Context: an optimization exercise on an open-source flow, tuned for small area, a short achievable clock period and few clock cycles per item. The choices shown serve that exercise and are no tape-out recipe. Function was checked by simulation only, so behaviour that the tests miss may differ from the original. No activity file was given, so power comes from the tool's default toggle rates.

Setup of v10:
// facet_tile
module facet_tile (
    input  wire        clk,
    input  wire        rst,
    input  wire        start,
    input  wire [1:0]  cls,           
    input  wire [31:0] crc_in,        
    output wire        idle,
    input  wire        in_valid,
    input  wire [7:0]  in_data,
    output wire        in_ready,
    output reg         out_valid,
    output reg  [63:0] out_data,
    input  wire        out_ready,
    output reg         done,
    output wire [3:0]  done_cause,    
    output wire [7:0]  done_offset,   
    output wire [31:0] done_arg,      
    output wire [31:0] done_crc       
);
For scale: roughly 1,700 cells after synthesis, roughly 190 I/O pins, about 0.017 sq mm of cells after synthesis.
export LEC_CHECK = 0
export CAP_MARGIN = 20
export CORE_MARGIN = 2
export CORE_UTILIZATION = 40
export PLACE_DENSITY = 0.6
export SLEW_MARGIN = 55
create_clock -name core_clock -period 10.0 [get_ports {clk}]
run.sh (not shown) runs the stock make flow with config.mk's settings and CLKGATE_MAP_FILE= SYNTH_SCRIPT=/design/flow/synth_recipe.tcl, a recipe that flattens the netlist after the stock synthesis.
Testbench counts of v10, summed over its fixed seeds: cycles 528,443, tiles 1,920.
Inputs modified between v10 and v47:
# v10
export LEC_CHECK = 0
export CAP_MARGIN = 20
export CORE_MARGIN = 2
export CORE_UTILIZATION = 40
export PLACE_DENSITY = 0.6
export SLEW_MARGIN = 55
create_clock -name core_clock -period 10.0 [get_ports {clk}]
# v47
export LEC_CHECK = 0
export CAP_MARGIN = 20
export CORE_MARGIN = 2
export CORE_UTILIZATION = 60
export PLACE_DENSITY = 0.75
export SLEW_MARGIN = 20
create_clock -name core_clock -period 10.0 [get_ports {clk}]
Results
Per the final summary, v47 finished and its layout is clean on timing, DRC and antenna.
Taking v10 as the reference point, the via count of v47 rises by 476.
v47 ended with more proportion of power drawn by flip-flops and latches than v10.
Comparing v10 against v47, there is no change at all in share of the synthesized netlist area taken by xor and xnor gates.
From v10 to v47 the numbers moved as follows: worst hold margin picked up an extra 5.3 ps; final setup slack of the worst path climbed 25 ps.
Input changes introduced in v8 (baseline for comparison: v47):
# v47
export LEC_CHECK = 0
export CAP_MARGIN = 20
export CORE_MARGIN = 2
export CORE_UTILIZATION = 60
export PLACE_DENSITY = 0.75
export SLEW_MARGIN = 20
create_clock -name core_clock -period 10.0 [get_ports {clk}]
# v8
export LEC_CHECK = 0
export CAP_MARGIN = 20
export CORE_MARGIN = 2
export CORE_UTILIZATION = 40
export PLACE_DENSITY = 0.6
export SLEW_MARGIN = 20
create_clock -name core_clock -period 10.0 [get_ports {clk}]
Findings:
- The insertion delay of the later-clocked pin in the worst-skew pair of v8 is higher than that of v47.
- Against v47, v8 comes in 22% higher on chip height.
- v8 against v47: placer congestion estimate lower; area inside the core boundary up 51%; sequential fraction of total cell area moved down; number of vias after detailed routing went down 410.
- Between v47 and v8, the flow reports total length of routed wires decreasing slightly.
- v8 ends up with lower wire length on met2 than v47 does.
- Arrival time reported for the critical path endpoint: v8 vs v47 — no meaningful difference
- The relative slew slack reported for v8 is smaller than that of v47 by 0.29 points.
- [v8 vs v47] met2 usage in global routing: lower in v8

========
Another version of the RTL of facet_tile (not shown whole).
Size in the first run: roughly 190 I/O pins, about 17000 µm² of cells after synthesis.
make LEC_CHECK=0 CAP_MARGIN=20 CORE_MARGIN=2 CORE_UTILIZATION=30 CTS_CLUSTER_DIAMETER=100 CTS_CLUSTER_SIZE=30 PLACE_DENSITY=0.5 SLEW_MARGIN=20 finish   # period 10.0 ns
Testbench counts at the start, summed over its fixed seeds: cycles 516,466, tiles 1,920.
Edit:
GPL_TIMING_DRIVEN = 0   (was not set)
Effect: Routed wire length climbs by about 3.3%; critical path depth stays the same; synthesized cell count does not change; area after synthesis stays the same; design area came out higher by 0.66%; worst setup slack improves by 240 ps.
Edit:
CORE_UTILIZATION = 40   (was 30)
CTS_CLUSTER_DIAMETER = not set   (was 100)
CTS_CLUSTER_SIZE = not set   (was 30)
GPL_TIMING_DRIVEN = not set   (was 0)
PLACE_DENSITY = 0.6   (was 0.5)
After rerunning: The new run completed with no timing, DRC or antenna violations. Register-to-register slack gets worse by 370 ps. Final cell count went down by 10%. Setup slack gets worse by 240 ps. Synthesized area stays the same. Die area went down by 25%.
Edit:
CORE_UTILIZATION = 30   (was 40)
CTS_CLUSTER_DIAMETER = 90   (was not set)
CTS_CLUSTER_SIZE = 30   (was not set)
GPL_TIMING_DRIVEN = 0   (was not set)
PLACE_DENSITY = 0.5   (was 0.6)
SLEW_MARGIN = 40   (was 20)
After rerunning: Worst setup slack improved by 200 ps. Final area grows by 1.9%. Count of clock-buffer cells in the layout is lower by 20. Wire length went up by 6.9%. Hold slack is worse by 24 ps.

==> what the ideal ports hide <==
Ports are ideal in the flow. The routed layouts listed here were re-timed in OpenROAD. Step 1, drivers: a clkbuf_16 drives clk and a buf_2 each remaining input, both assumed. Step 2, shift: input delay + t, output delay - t, t = (earliest + latest rising clock arrival at the registers) / 2. This alone moves slack from input paths to output paths. Three values: ideal ports, drivers, drivers and shift; two values: the first two.
| run | t (ns) | slack for setup (ns) | hold WS [ns] | worst setup path at the end | cell pins on the clock port's net |
|---|---|---|---|---|---|
| v10 | 0.638 | 5.922 / 5.869 / 5.973 | 0.473 / 0.473 / 0.473 | input to register | 1 |
| v47 | 0.592 | 5.947 / 5.895 / 5.834 | 0.479 / 0.479 / 0.479 | input to register | 1 |
| v8 | 0.617 | 5.940 / 5.888 / 5.757 | 0.471 / 0.471 / 0.471 | input to register | 1 |
| the first run of note 2 | 0.619 | 5.883 / 5.821 / 5.769 | 0.490 / 0.490 / 0.490 | input to register | 1 |
| the second run of note 2 | 0.592 | 6.123 / 6.058 / 5.675 | 0.477 / 0.477 / 0.477 | input to register | 1 |
| the third run of note 2 | 0.618 | 5.887 / 5.887 / 5.682 | 0.486 / 0.486 / 0.486 | input to register | 1 |
| the fourth run of note 2 | 0.609 | 6.092 / 6.027 / 5.839 | 0.462 / 0.462 / 0.462 | input to register | 1 |
After both steps every run listed still meets setup and hold. The setup slack of the second run of note 2, which loses most, moves by -0.065 ns with the drivers and by -0.448 ns with both steps.
